Context: an optimization exercise on an open-source flow, tuned for small area, a short achievable clock period and few clock cycles per item. The choices shown serve that exercise and are no tape-out recipe.
For this run, only the layout was checked, not whether the RTL still works.

**flow/design.v**
```verilog
module cmac_dp (
    input  wire        clk,
    input  wire        rst,             
    input  wire        in_valid,
    output wire        in_ready,
    input  wire [3:0]  in_op,
    input  wire        in_sub,
    input  wire [5:0]  in_sh,
    input  wire [15:0] in_a_re,
    input  wire [15:0] in_a_im,
    input  wire [15:0] in_b_re,
    input  wire [15:0] in_b_im,
    output reg         out_valid,
    input  wire        out_ready,
    output reg  [15:0] out_re,
    output reg  [15:0] out_im,
    output reg  [39:0] out_acc_r,
    output reg  [39:0] out_acc_i,
    output reg         out_nan_r,
    output reg         out_nan_i,
    output wire [7:0]  out_expr,
    output reg  [5:0]  out_norm,
    output reg  [7:0]  out_sat_count,
    output reg  [7:0]  out_nan_count,
    output reg         out_dp_sat,
    output reg         out_dp_nan
);
    localparam [3:0] OP_CLR   = 4'd0,
                     OP_LOAD  = 4'd1,
                     OP_ADD   = 4'd2,
                     OP_MUL   = 4'd3,
                     OP_MAC   = 4'd4,
                     OP_MSU   = 4'd5,
                     OP_MULC  = 4'd6,
                     OP_MACC  = 4'd7,
                     OP_MSUC  = 4'd8,
                     OP_RMAC  = 4'd9,
                     OP_DMAC  = 4'd10,
                     OP_STORE = 4'd11,
                     OP_NORM  = 4'd12,
                     OP_SHL   = 4'd13,
                     OP_EXP   = 4'd14,
                     OP_READ  = 4'd15;
    localparam [39:0] MAX40 = 40'h7F_FFFF_FFFF;    
    localparam [39:0] MIN40 = 40'h80_0000_0001;    
    reg        rst_q;           
    reg        rdy_q;           
    reg        v0, vP, q1v;
    assign in_ready = rdy_q;
    wire xgo    = vP & ~q1v;                
    wire p_load = ~vP | ~q1v;               
    wire s0_load = ~v0 | p_load;            
    reg [3:0]  op0;
    reg        sub0;
    reg [5:0]  sh0;
    reg [15:0] ar0, ai0, br0, bi0;
    always @(posedge clk) begin
        if (s0_load) begin
            op0 <= in_op; sub0 <= in_sub; sh0 <= in_sh;
            ar0 <= in_a_re; ai0 <= in_a_im; br0 <= in_b_re; bi0 <= in_b_im;
        end
    end
    wire d_ldadd = (op0 == OP_LOAD) || (op0 == OP_ADD);
    wire d_cplx  = (op0 >= OP_MUL) && (op0 <= OP_MSUC);
    wire d_conj  = (op0 >= OP_MULC) && (op0 <= OP_MSUC);
    wire d_rdm   = (op0 == OP_RMAC) || (op0 == OP_DMAC);
    wire d_mul   = (op0 == OP_MUL) || (op0 == OP_MULC);
    wire n_ar = (ar0 == 16'h8000);
    wire n_ai = (ai0 == 16'h8000);
    wire n_br = (br0 == 16'h8000);
    wire n_bi = (bi0 == 16'h8000);
    wire d_nan = d_ldadd ? n_ar :
                 (op0 == OP_RMAC) ? (n_ar | n_br) :
                 (n_ar | n_ai | n_br | n_bi);
    wire d_neg = (op0 == OP_MSU) || (op0 == OP_MSUC) || (d_rdm && sub0);
    wire signed [15:0] s_ar = ar0;
    wire signed [15:0] s_br = br0;
    wire signed [15:0] s_aiz = d_rdm ? 16'sd0 : ai0;
    wire signed [15:0] s_xs  = d_rdm ? ai0 : ar0;
    wire signed [15:0] s_bx  = bi0 ^ {16{d_conj}};
    wire signed [15:0] s_cr  = d_conj ? ai0 : 16'sd0;
    wire signed [15:0] s_ci  = d_conj ? ar0 : 16'sd0;
    wire signed [32:0] prod_r = s_ar * s_br - s_aiz * s_bx - s_cr;
    wire signed [32:0] prod_i = s_aiz * s_br + s_xs * s_bx + s_ci;
    wire signed [32:0] x_pre = sh0[4] ? {{1{ar0[15]}}, ar0, 16'd0} : {{17{ar0[15]}}, ar0};
    reg signed [32:0] pr, pi;
    reg [3:0]  opP;
    reg        subP;
    reg [5:0]  shP;
    reg        nanP, negP, clrbP;
    always @(posedge clk) begin
        if (p_load) begin
            pr    <= d_ldadd ? x_pre : prod_r;
            pi    <= prod_i;
            opP   <= op0;
            subP  <= sub0;
            shP   <= sh0;
            nanP  <= d_nan;
            negP  <= d_neg;
            clrbP <= d_mul || (op0 == OP_LOAD);
        end
    end
    reg signed [39:0] acc_r, acc_i;
    reg               nan_r, nan_i;
    reg        [5:0]  expr;
    reg        [5:0]  last_norm;
    reg        [7:0]  sat_count, nan_count;
    reg               dp_sat, dp_nan;
    reg        [1:0]  pend_sat, pend_nan;    
    wire x_arith_r = (opP >= OP_LOAD) && (opP <= OP_DMAC);
    wire x_arith_i = (opP >= OP_MUL) && (opP <= OP_MSUC) || (opP == OP_DMAC);
    wire x_mul     = (opP == OP_MUL) || (opP == OP_MULC);
    wire [48:0] add_r = $signed(pr) <<< shP[3:0];
    wire [48:0] add_i = $signed(pi) <<< shP[3:0];
    wire [48:0] base_r = clrbP ? 49'd0 : {{9{acc_r[39]}}, acc_r};
    wire [48:0] base_i = clrbP ? 49'd0 : {{9{acc_i[39]}}, acc_i};
    wire [49:0] sum_r2 = {base_r, 1'b1} + {add_r ^ {49{negP}}, negP};
    wire [49:0] sum_i2 = {base_i, 1'b1} + {add_i ^ {49{negP}}, negP};
    wire [48:0] sum_r = sum_r2[49:1];
    wire [48:0] sum_i = sum_i2[49:1];
    wire hi_r = ~sum_r[48] & (|sum_r[47:39]);
    wire lo_r =  sum_r[48] & (~(&sum_r[47:39]) | (sum_r[38:0] == 39'd0));
    wire hi_i = ~sum_i[48] & (|sum_i[47:39]);
    wire lo_i =  sum_i[48] & (~(&sum_i[47:39]) | (sum_i[38:0] == 39'd0));
    wire [39:0] new_r = hi_r ? MAX40 : lo_r ? MIN40 : sum_r[39:0];
    wire [39:0] new_i = hi_i ? MAX40 : lo_i ? MIN40 : sum_i[39:0];
    reg [4:0] q1_sh;
    reg [7:0] q1_satc, q1_nanc;
    reg       q1_dps, q1_dpn;
    wire [4:0] st_sh = q1v ? q1_sh : shP[4:0];
    wire signed [39:0] st_sh_r = acc_r >>> st_sh;
    wire signed [39:0] st_sh_i = acc_i >>> st_sh;
    wire st_hi_r = ~st_sh_r[39] & (|st_sh_r[38:15]);
    wire st_lo_r =  st_sh_r[39] & (~(&st_sh_r[38:15]) | (st_sh_r[14:0] == 15'd0));
    wire st_hi_i = ~st_sh_i[39] & (|st_sh_i[38:15]);
    wire st_lo_i =  st_sh_i[39] & (~(&st_sh_i[38:15]) | (st_sh_i[14:0] == 15'd0));
    wire [15:0] st_r = nan_r ? 16'h8000 : st_hi_r ? 16'h7FFF : st_lo_r ? 16'h8001 : st_sh_r[15:0];
    wire [15:0] st_i = nan_i ? 16'h8000 : st_hi_i ? 16'h7FFF : st_lo_i ? 16'h8001 : st_sh_i[15:0];
    wire st_sat_r = ~nan_r & (st_hi_r | st_lo_r);
    wire st_sat_i = ~nan_i & (st_hi_i | st_lo_i);
    wire [38:0] mag_r = acc_r[38:0] ^ {39{acc_r[39]}};
    wire [38:0] mag_i = acc_i[38:0] ^ {39{acc_i[39]}};
    reg  [5:0]  nrs_r, nrs_i;
    integer k;
    always @(*) begin
        nrs_r = 6'd39;
        nrs_i = 6'd39;
        for (k = 0; k < 39; k = k + 1) begin
            if (mag_r[k]) nrs_r = 6'd38 - k[5:0];
            if (mag_i[k]) nrs_i = 6'd38 - k[5:0];
        end
    end
    wire [5:0] norm_r  = nan_r ? 6'd0 : nrs_r;
    wire [5:0] norm_i  = nan_i ? 6'd0 : nrs_i;
    wire [5:0] norm_cx = (norm_i < norm_r) ? norm_i : norm_r;
    wire [5:0] norm_v  = subP ? norm_cx : norm_r;
    wire [8:0] sat_sum = {1'b0, sat_count} + {7'd0, pend_sat};
    wire [8:0] nan_sum = {1'b0, nan_count} + {7'd0, pend_nan};
    wire [7:0] sat_true = sat_sum[8] ? 8'd255 : sat_sum[7:0];
    wire [7:0] nan_true = nan_sum[8] ? 8'd255 : nan_sum[7:0];
    wire dps_true = dp_sat | (|pend_sat);
    wire dpn_true = dp_nan | (|pend_nan);
    reg [1:0] sat_ev, nan_ev;
    always @(*) begin
        sat_ev = 2'd0;
        nan_ev = 2'd0;
        if (opP == OP_STORE) begin
            sat_ev = {1'b0, st_sat_r} + {1'b0, st_sat_i};
            nan_ev = {1'b0, nan_r} + {1'b0, nan_i};
        end else if (!nanP) begin
            if (x_arith_r && !x_arith_i)
                sat_ev = {1'b0, hi_r | lo_r};
            else if (x_arith_i)
                sat_ev = {1'b0, hi_r | lo_r} + {1'b0, hi_i | lo_i};
        end
    end
    wire x_stat = xgo && (opP == OP_READ) && subP;
    wire x_norm = xgo && (opP == OP_NORM);
    wire x_exp  = xgo && (opP == OP_EXP);
    wire [5:0] last_norm_nx = x_norm ? norm_v : last_norm;
    wire [5:0] expr_nx = !x_exp ? expr :
                         subP ? 6'd39 :
                         (last_norm < expr) ? last_norm : expr;
    always @(posedge clk) begin
        if (rst_q) begin
            acc_r     <= 40'sd0;
            acc_i     <= 40'sd0;
            nan_r     <= 1'b0;
            nan_i     <= 1'b0;
            expr      <= 6'd39;
            last_norm <= 6'd39;
            sat_count <= 8'd0;
            nan_count <= 8'd0;
            dp_sat    <= 1'b0;
            dp_nan    <= 1'b0;
            pend_sat  <= 2'd0;
            pend_nan  <= 2'd0;
        end else begin
            last_norm <= last_norm_nx;
            expr      <= expr_nx;
            pend_sat  <= xgo ? sat_ev : 2'd0;
            pend_nan  <= xgo ? nan_ev : 2'd0;
            if (x_stat) begin
                sat_count <= 8'd0;
                nan_count <= 8'd0;
                dp_sat    <= 1'b0;
                dp_nan    <= 1'b0;
            end else begin
                sat_count <= sat_true;
                nan_count <= nan_true;
                dp_sat    <= dps_true;
                dp_nan    <= dpn_true;
            end
            if (xgo) begin
                if (opP == OP_CLR) begin
                    acc_r <= 40'sd0;
                    acc_i <= 40'sd0;
                    nan_r <= 1'b0;
                    nan_i <= 1'b0;
                end
                if (opP == OP_SHL) begin
                    acc_r <= acc_r << shP;
                    acc_i <= acc_i << shP;
                end
                if (x_arith_r) begin
                    if (nanP) nan_r <= 1'b1;
                    else begin
                        acc_r <= new_r;
                        if (x_mul) nan_r <= 1'b0;
                    end
                end
                if (x_arith_i) begin
                    if (nanP) nan_i <= 1'b1;
                    else begin
                        acc_i <= new_i;
                        if (x_mul) nan_i <= 1'b0;
                    end
                end
            end
        end
    end
    reg [5:0] out_expr6;
    assign out_expr = {2'b00, out_expr6};
    wire head_ld = (xgo & (~out_valid | out_ready)) | (q1v & out_ready);
    wire q1_push = xgo & out_valid & ~out_ready;
    always @(posedge clk) begin
        if (head_ld) begin
            out_re        <= st_r;
            out_im        <= st_i;
            out_acc_r     <= acc_r;
            out_acc_i     <= acc_i;
            out_nan_r     <= nan_r;
            out_nan_i     <= nan_i;
            out_expr6     <= expr_nx;
            out_norm      <= last_norm_nx;
            out_sat_count <= q1v ? q1_satc : sat_true;
            out_nan_count <= q1v ? q1_nanc : nan_true;
            out_dp_sat    <= q1v ? q1_dps  : dps_true;
            out_dp_nan    <= q1v ? q1_dpn  : dpn_true;
        end
        if (q1_push) begin
            q1_sh   <= shP[4:0];
            q1_satc <= sat_true;
            q1_nanc <= nan_true;
            q1_dps  <= dps_true;
            q1_dpn  <= dpn_true;
        end
    end
    wire v0_nx  = s0_load ? in_valid : v0;
    wire vP_nx  = p_load ? v0 : vP;
    wire q1v_nx = q1_push | (q1v & ~out_ready);
    wire ov_nx  = xgo | q1v | (out_valid & ~out_ready);
    always @(posedge clk) begin
        rst_q <= rst;
        if (rst) begin
            v0        <= 1'b0;
            vP        <= 1'b0;
            q1v       <= 1'b0;
            out_valid <= 1'b0;
            rdy_q     <= 1'b1;
        end else begin
            v0        <= v0_nx;
            vP        <= vP_nx;
            q1v       <= q1v_nx;
            out_valid <= ov_nx;
            rdy_q     <= ~v0_nx | ~vP_nx | ~q1v_nx;
        end
    end
endmodule
```
**flow/run.sh**
```bash
#!/bin/bash
# synth_recipe.tcl (not shown) runs the flow's synth.tcl, then flattens the netlist and writes it again
# the make line also repeats each setting of config.mk as NAME=value (left out here)
make -C /OpenROAD-flow-scripts/flow DESIGN_CONFIG=/design/flow/config.mk WORK_HOME=/design/flow/orfs CLKGATE_MAP_FILE= SYNTH_SCRIPT=/design/flow/synth_recipe.tcl finish
```
**flow/config.mk**
```make
export PLATFORM = sky130hd
export DESIGN_NAME = cmac_dp
export DESIGN_NICKNAME = cmac_dp
export VERILOG_FILES = /design/flow/design.v
export SDC_FILE = /design/flow/constraint.sdc
export NUM_CORES = 4
export LEC_CHECK = 0
export CAP_MARGIN = 20
export CORE_MARGIN = 2
export CORE_UTILIZATION = 40
export SLEW_MARGIN = 20
```
**flow/constraint.sdc**
```tcl
create_clock -name core_clock -period 25.0 [get_ports {clk}]
set_input_delay 5.0000 -clock core_clock [delete_from_list [all_inputs] [get_ports {clk}]]
set_output_delay 5.0000 -clock core_clock [all_outputs]
set_load 0.01 [all_outputs]
```
==> run_results.csv <==
group,metric,value,unit
status,status,"timing/DRC/antenna clean",
critical_path,path_common_cell,"fa_1",
logic_synthesis,synth_area_leaders,"fa_1, edfxtp_1, ha_1",
critical_path,crit_family,"adder cells",
clock_network,post-cts-setup-buffers,0,
critical_path,crit_slowest_cell,"mux2i_1",
placement,dp.cells,11065,
logic_synthesis,syn_avg_cell_area,8.92,sq um
detailed_routing,drtAntennaViolNets,0,
clock_network,cts.sinks,444,
detailed_routing,drc,0,
logic_synthesis,synth_cell_type_count,91,
logic_synthesis,synth_flop_cell,"edfxtp_1",
logic_synthesis,synthCells,8724,
job,maxCapViolations,0,
floorplan,die_area,198000,sq um
clock_network,h-tree-depth,2,
clock_network,cts_tree,"done",
timing,whs,0.419,ns
timing,clock_skew,0.0525,ns
placement,place_hpwl,214,mm
timing,setup_tns,0,ns
placement,io_buffer_count,224,
detailed_routing,vias_per_cell,5.74,
grt,antenna_found_initial,8,
grt,grt_remaining_overflow,0,
clock_network,clk-insertion-delay-late,0.74,ns
logic_synthesis,synth-seq-area-share,15.6,%
timing,rsz0062_at_grt,"no",
floorplan,ioPinCount,227,
detailed_routing,num_vias,64157,
logic_synthesis,synth_top_area_cell,"fa_1",
hold_path,hold_path_depth,0,
hold_path,hp-class,"flop to flop",
floorplan,start_util,40.3,%
logic_synthesis,async_flop_share,0,%
critical_path,required,25.43,ns
timing,finalCriticalPeriod,10.99,ns
timing,finalHoldViolCount,0,
critical_path,reg2reg_slack,14.01,ns
grt,grt_first_pass_wirelength,412,mm
timing,fmax,91.0,MHz
critical_path,startpoint_type,"flop",
logic_synthesis,synth-seq-cells,444,
detailed_routing,drt_first_pass_iters,6,
clock_network,cts_resized,0,
timing,period_share,43.9,%
grt,track_usage,27.3,%
logic_synthesis,synth_edf_count,322,
critical_path,crit_type,"flop to flop",
critical_path,crit_buf_inv,8,
grt,grt_max_degree,188,
floorplan,die_h,445,microns
detailed_routing,wl_per_cell,24.3,microns
logic_synthesis,yosysWarnings,1,
cells_and_area,nets,10288,
clock_network,clk_pin_slew,0.06,ns
clock_network,cts_hold_buf,0,
cells_and_area,final_cells,11176,
cells_and_area,area_growth,8.76,%
critical_path,endpoint_kind,"flop",
critical_path,crit_fanout,52,
logic_synthesis,mappedNetlistArea,77800,sq um
timing,worst_pin_slew,1.36,ns
floorplan,die_w,445,microns
clock_network,clockBufferDepth,3,
detailed_routing,wl,272,mm
detailed_routing,drt_iter0_markers,5378,
floorplan,coreArea,193000,sq um
critical_path,crit_arrival,11.42,ns
critical_path,reg2reg_depth,34,
clock_network,cts-root-buf,"clkbuf_16",
cells_and_area,drive_above_1_share,5.72,%
grt,grt_pass1_vias,66178,
timing,finalSetupViolCount,0,
floorplan,placementRows,161,
critical_path,slowest_delay,0.80,ns
timing,max_slew_margin,9.36,%
timing,drv_slew,0,
placement,place.gp.congestion,0.973,
critical_path,path_depth,34,
logic_synthesis,yosys.area.top_type_share,31.4,%
clock_network,cts_inserted_buffers,58,
worst paths after layout:
path                from     end
setup / recovery  op0[0]  pi[32]
hold / removal    sh0[5]  shP[5]
setup reg to reg  op0[0]  pi[32]
hold reg to reg   sh0[5]  shP[5]
cell usage after synthesis, types with 157 or more instances:
cell type and count:
edfxtp_1 322, o21ai_0 293, clkbuf_1 487, xnor2_1 174, nor2_1 604, a21oi_1 484, fa_1 1219, ha_1 391
mux2i_1 301, inv_1 1200, nand2_1 1162, and2_1 157
stage by stage:
step / area (sq um) / utilization, % / setup slack (ns)
after floorplan: 77800 / - / 13.26
after global placement: 82600 / 42.8 / 14.23
after detailed placement: 82600 / 42.8 / 14.13
after CTS: 84600 / 43.8 / 14.13
after global routing: 84600 / 43.8 / 13.31
final: 84600 / 43.8 / 14.01
cells by family after synthesis:
group / share of synthesized area, %
flops: 15.6
other cells: 0.00482
buf+inv: 8.64
fa+ha+maj: 37.7
simple gates: 15.9
xor+xnor: 3.43
mux: 6.88
compound gates: 11.9
cells in the final DEF (no fill, tap or decap), types with 81 or more instances in the layout:
| cell | count |
|---|---|
| nand2_1 | 1161 |
| dfxtp_1 | 118 |
| and2_1 | 158 |
| mux4_2 | 81 |
| clkdlybuf4s50_1 | 224 |
| nor2_1 | 598 |
| nor3_1 | 110 |
| and3_1 | 151 |
| mux2i_1 | 298 |
| a211oi_1 | 101 |
| xnor2_1 | 158 |
| buf_4 | 161 |
| ha_1 | 391 |
| nor2b_1 | 122 |
| fa_1 | 1219 |
| nand3_1 | 109 |
| o21ai_0 | 291 |
| xor2_1 | 131 |
| edfxtp_1 | 322 |
| inv_1 | 1199 |
| a21oi_1 | 484 |
routing by layer:
layer  track usage, %  routed length (microns)  up-vias
li1                 -                        -    28510
met1             33.4                   105000    32255
met2             46.2                   130000     2708
met3             4.36                    19500      682
met4             15.0                    17500        2
met5                0                       18        -
layout make-up:
| cell class | count | area, sq um |
|---|---|---|
| Antenna cell | 1 | 2.50 |
| Clock buffer | 67 | 1560 |
| Clock inverter | 43 | 483 |
| Fill cell | 19003 | 108000 |
| Inverter | 1202 | 4510 |
| Multi-Input combinational cell | 6506 | 59300 |
| Sequential cell | 444 | 12100 |
| Tap cell | 2526 | 3160 |
| Timing Repair Buffer | 387 | 3490 |
registers in the layout (all words and copies together) (netlist names), 16 cells and up:
| register | count |
|---|---|
| bi0 | 16 |
| acc_i | 40 |
| out_im | 16 |
| acc_r | 40 |
| out_acc_i | 40 |
| pr | 33 |
| br0 | 16 |
| out_acc_r | 40 |
| pi | 33 |
| out_re | 16 |
| ar0 | 16 |
| ai0 | 16 |

## separate check: timing with driven ports
Ports are ideal in the flow. The routed layout listed here was re-timed in OpenROAD.
Step 1, drivers: a clkbuf_16 drives clk and a buf_2 each remaining input, both assumed.
Step 2 adds t to the input delays and takes it off the output delays; t is the mean of the earliest and latest rising clock arrival at the registers after step 1. Input paths then give back, and output paths get back, about the clock's delay inside the block.
a / b / c = ideal / step 1 / step 2; a / b = the first two.
t (ns): 0.796
setup slack, ns: 14.013 / 14.013 / 14.013
worst setup path at the end: register to register
After both steps this run still meets setup and hold. The setup slack of this run moves by 0.000 ns with the drivers and by 0.000 ns with both steps.
